Context: an optimization exercise on an open-source flow, tuned for small area and a short achievable clock period. The choices shown serve that exercise and are no tape-out recipe.
At most, simulation tests tie the RTL to the original design; equivalence was not proved.
Power figures rest on the tool's default switching activity, not on a simulated workload.

==> juniper <==
==> flow/design.v (excerpt) <==
module bv_cp2 (
    input  wire        clk,
    input  wire        rst,         
    input  wire        issue,       
    input  wire [5:0]  op,          
    input  wire [23:0] ga,
    input  wire [23:0] gb,
    output reg         r1_valid,    
    output wire [23:0] r1_data,     
    output reg         r2_valid,    
    output reg  [23:0] r2_data,     
    output reg         r1_ill       
);
==> flow/config.mk <==
export PLATFORM = sky130hd
export DESIGN_NAME = bv_cp2
export DESIGN_NICKNAME = bv_cp2
export VERILOG_FILES = /design/flow/design.v
export SDC_FILE = /design/flow/constraint.sdc
export NUM_CORES = 4
export LEC_CHECK = 0
export CAP_MARGIN = 20
export CORE_MARGIN = 2
export CORE_UTILIZATION = 55
export PLACE_DENSITY = 0.8
export SLEW_MARGIN = 20
==> flow/constraint.sdc <==
create_clock -name core_clock -period 15.0 [get_ports {clk}]
set_input_delay 3.0000 -clock core_clock [delete_from_list [all_inputs] [get_ports {clk}]]
set_output_delay 3.0000 -clock core_clock [all_outputs]
set_load 0.01 [all_outputs]
standard.sh (not shown) runs the stock make flow with config.mk's settings and CLKGATE_MAP_FILE= SYNTH_SCRIPT=/design/flow/synth_recipe.tcl, a recipe that flattens the netlist after the stock synthesis.
==> flow/flow/run.sh <==
#!/bin/bash
# The standard layout (the standard.sh, its synthesis unchanged), with
# timing repair asked to leave a setup slack of at least SETUP_SLACK_MARGIN
# ns at the design's clock period: the design's paths are far shorter than
# the period, so without the margin the repair steps do nothing. Every port
# still gets its own buffer, a buf_2 rather than the flow's default choice
# of a delay cell.
# make's full output goes to flow.log; each step's log is under orfs/logs.
set -euo pipefail
bash standard.sh SETUP_SLACK_MARGIN=8.5 "BUFFER_PORTS_ARGS=-buffer_cell sky130_fd_sc_hd__buf_2" finish > flow.log 2>&1
==> willow (differences from juniper) <==
--- a/flow/design.v
+++ b/flow/design.v
@@ -39,22 +39,37 @@
     wire dec_rd   = (op >= 6'h0A) && (op <= 6'h0F);
     wire dec_conj = (op == 6'h04) || (op == 6'h08) || (op == 6'h06);
     wire [11:0] gai = ga[23:12];
     wire [11:0] gaq = ga[11:0];
     wire [11:0] gbi = gb[23:12];
     wire [11:0] gbq = gb[11:0];
-    wire k0 = gb[0];
-    wire k1 = gb[1];
-    wire [11:0] pi = op[2] ? 12'd0 : gai;
-    wire [11:0] qi = op[2] ? (k0 ? gaq : gai) : (op[1] ? 12'd0 : gbi);
-    wire        si = op[2] ? (k0 ^ k1) : op[0];
-    wire [11:0] pq = (op[2] | op[1]) ? 12'd0 : gaq;
-    wire [11:0] qq = op[2] ? (k0 ? gai : gaq) : (op[1] ? gaq : gbq);
-    wire        sq = op[2] ? k1 : (op[1] | op[0]);
-    wire [12:0] r1i = {pi[11], pi} + ({qi[11], qi} ^ {13{si}}) + {12'd0, si};
-    wire [12:0] r1q = {pq[11], pq} + ({qq[11], qq} ^ {13{sq}}) + {12'd0, sq};
+    wire [12:0] pai = {gai[11], gai};
+    wire [12:0] paq = {gaq[11], gaq};
+    wire [12:0] pbi = {gbi[11], gbi};
+    wire [12:0] pbq = {gbq[11], gbq};
+    wire [12:0] add_i = pai + pbi;
+    wire [12:0] add_q = paq + pbq;
+    wire [12:0] sub_i = pai - pbi;
+    wire [12:0] sub_q = paq - pbq;
+    wire [12:0] neg_i = -pai;
+    wire [12:0] neg_q = -paq;
+    reg [12:0] r1i, r1q;
+    always @* begin
+        case (op[2:0])
+            3'd0: begin r1i = add_i; r1q = add_q; end         
+            3'd1: begin r1i = sub_i; r1q = sub_q; end         
+            3'd2: begin r1i = pai;   r1q = neg_q; end         
+            default:                                          
+                case (gb[1:0])
+                    2'd0: begin r1i = pai;   r1q = paq;   end
+                    2'd1: begin r1i = neg_q; r1q = pai;   end
+                    2'd2: begin r1i = neg_i; r1q = neg_q; end
+                    default: begin r1i = paq; r1q = neg_i; end
+                endcase
+        endcase
+    end
     wire [23:0] gy = dec_pwr ? ga : gb;
     wire [12:0] gyi = {gy[23:12], 1'b0};
     wire [12:0] gyq = {gy[11:0], 1'b0};
     reg  [5:0]  d_one_i, d_two_i, d_neg_i, d_one_q, d_two_q, d_neg_q;
     integer n;
     wire dec_x = dec_mul | dec_pwr | dec_mac;
==> flow/flow/run.sh (replaced) <==
#!/bin/bash
# The standard layout, with timing repair aiming for setup slack of at
# least SETUP_SLACK_MARGIN ns at the design's clock period (the design's
# paths are far shorter than the period, so without a margin the repair
# has nothing to do).
set -euo pipefail
bash standard.sh SETUP_SLACK_MARGIN=9 finish > flow.log 2>&1
CORE_UTILIZATION = 30   (was 55)
PLACE_DENSITY = unset   (was 0.8)
==> qor summary <==
Sequential fraction of the synthesis area: juniper 13.94%; willow 13.42%
Mapped cell area: juniper 27860 um^2; willow 28940 um^2
Core occupancy in the finished layout: juniper 59.43%; willow 37.21%
Source of the critical timing path: juniper ra[12]$_DFF_P_; willow tq[4]$_DFF_P_
Cell internal power dissipation: juniper 1944 uW; willow 2397 uW
Average vias per placed instance: juniper 6.444; willow 5.894
Synthesis-to-finish area growth: juniper 6.818%; willow 22.56%
Overall die width: juniper 229.1 um; willow 314.6 um
Simple-Gate Fraction of Synth Area: juniper 11.14%; willow 11.64%
Global Route met2 Usage: juniper 54.45%; willow 34.99%
Clk latency of the worst-skew pair: juniper 480 ps; willow 530 ps
Avg Synthesized Cell Area: juniper 8.240 um^2; willow 8.085 um^2
Number of antenna violations at the first check in global routing: juniper 0; willow 6
Total Routing Usage GR: juniper 35.60%; willow 23.31%
Switch share: juniper 52.24%; willow 51.19%
Hold EP: juniper acc_re[7]$_SDFFE_PP0P_; willow acc_re[3]$_SDFFE_PP0P_
Sequential share of power: juniper 14.3%; willow 11.9%
Power Clock: juniper 490 uW; willow 487 uW
Result of the run: juniper no timing/DRC/antenna violations; willow no timing/DRC/antenna violations
Met1 Resource Use GR: juniper 43.48%; willow 31.21%
Count of multi-input combinational gates: juniper 2516; willow 2651
Number of fill cells in the layout: juniper 4455; willow 9689
Worst slack after detailed placement: juniper 7939 ps; willow 7828 ps
DR WL/cell: juniper 23.89 um; willow 26.16 um
Overall power consumption: juniper 4071 uW; willow 4911 uW
Worst r2r path cells: juniper 22; willow 21
Worst flop-to-flop path endpoint: juniper acc_im[28]$_SDFFE_PP0P_; willow acc_re[31]$_SDFFE_PP0P_
Function not checked in willow: the RTL went through the layout flow alone.

## what the ideal ports hide
In the flow no input, the clock included, has a driving cell. The finished layouts below were timed again as built, in two steps.
Step 1: set_driving_cell puts a clkbuf_16 on clk and a buf_2 on each other input, an assumption about the parent block.
Step 2 times the ports against the registers' clock, not the clock port: input delays grow and output delays shrink by t, the midpoint of the rising clock arrivals with the driver on.
Slacks: ideal ports / drivers / drivers and shift; pairs: ideal ports / drivers.
run	t, ns	setup WS [ns]	slew at the worst register clock pin (ns)	cell pins on the clock port's net
juniper	0.535	8.680 / 8.680 / 8.416	0.09 / 0.09	1
willow	0.585	8.981 / 8.981 / 8.551	0.09 / 0.09	1
After both steps setup and hold are still met in every run listed. The setup slack of willow, which loses most, moves by 0.000 ns with the drivers and by -0.430 ns with both steps.
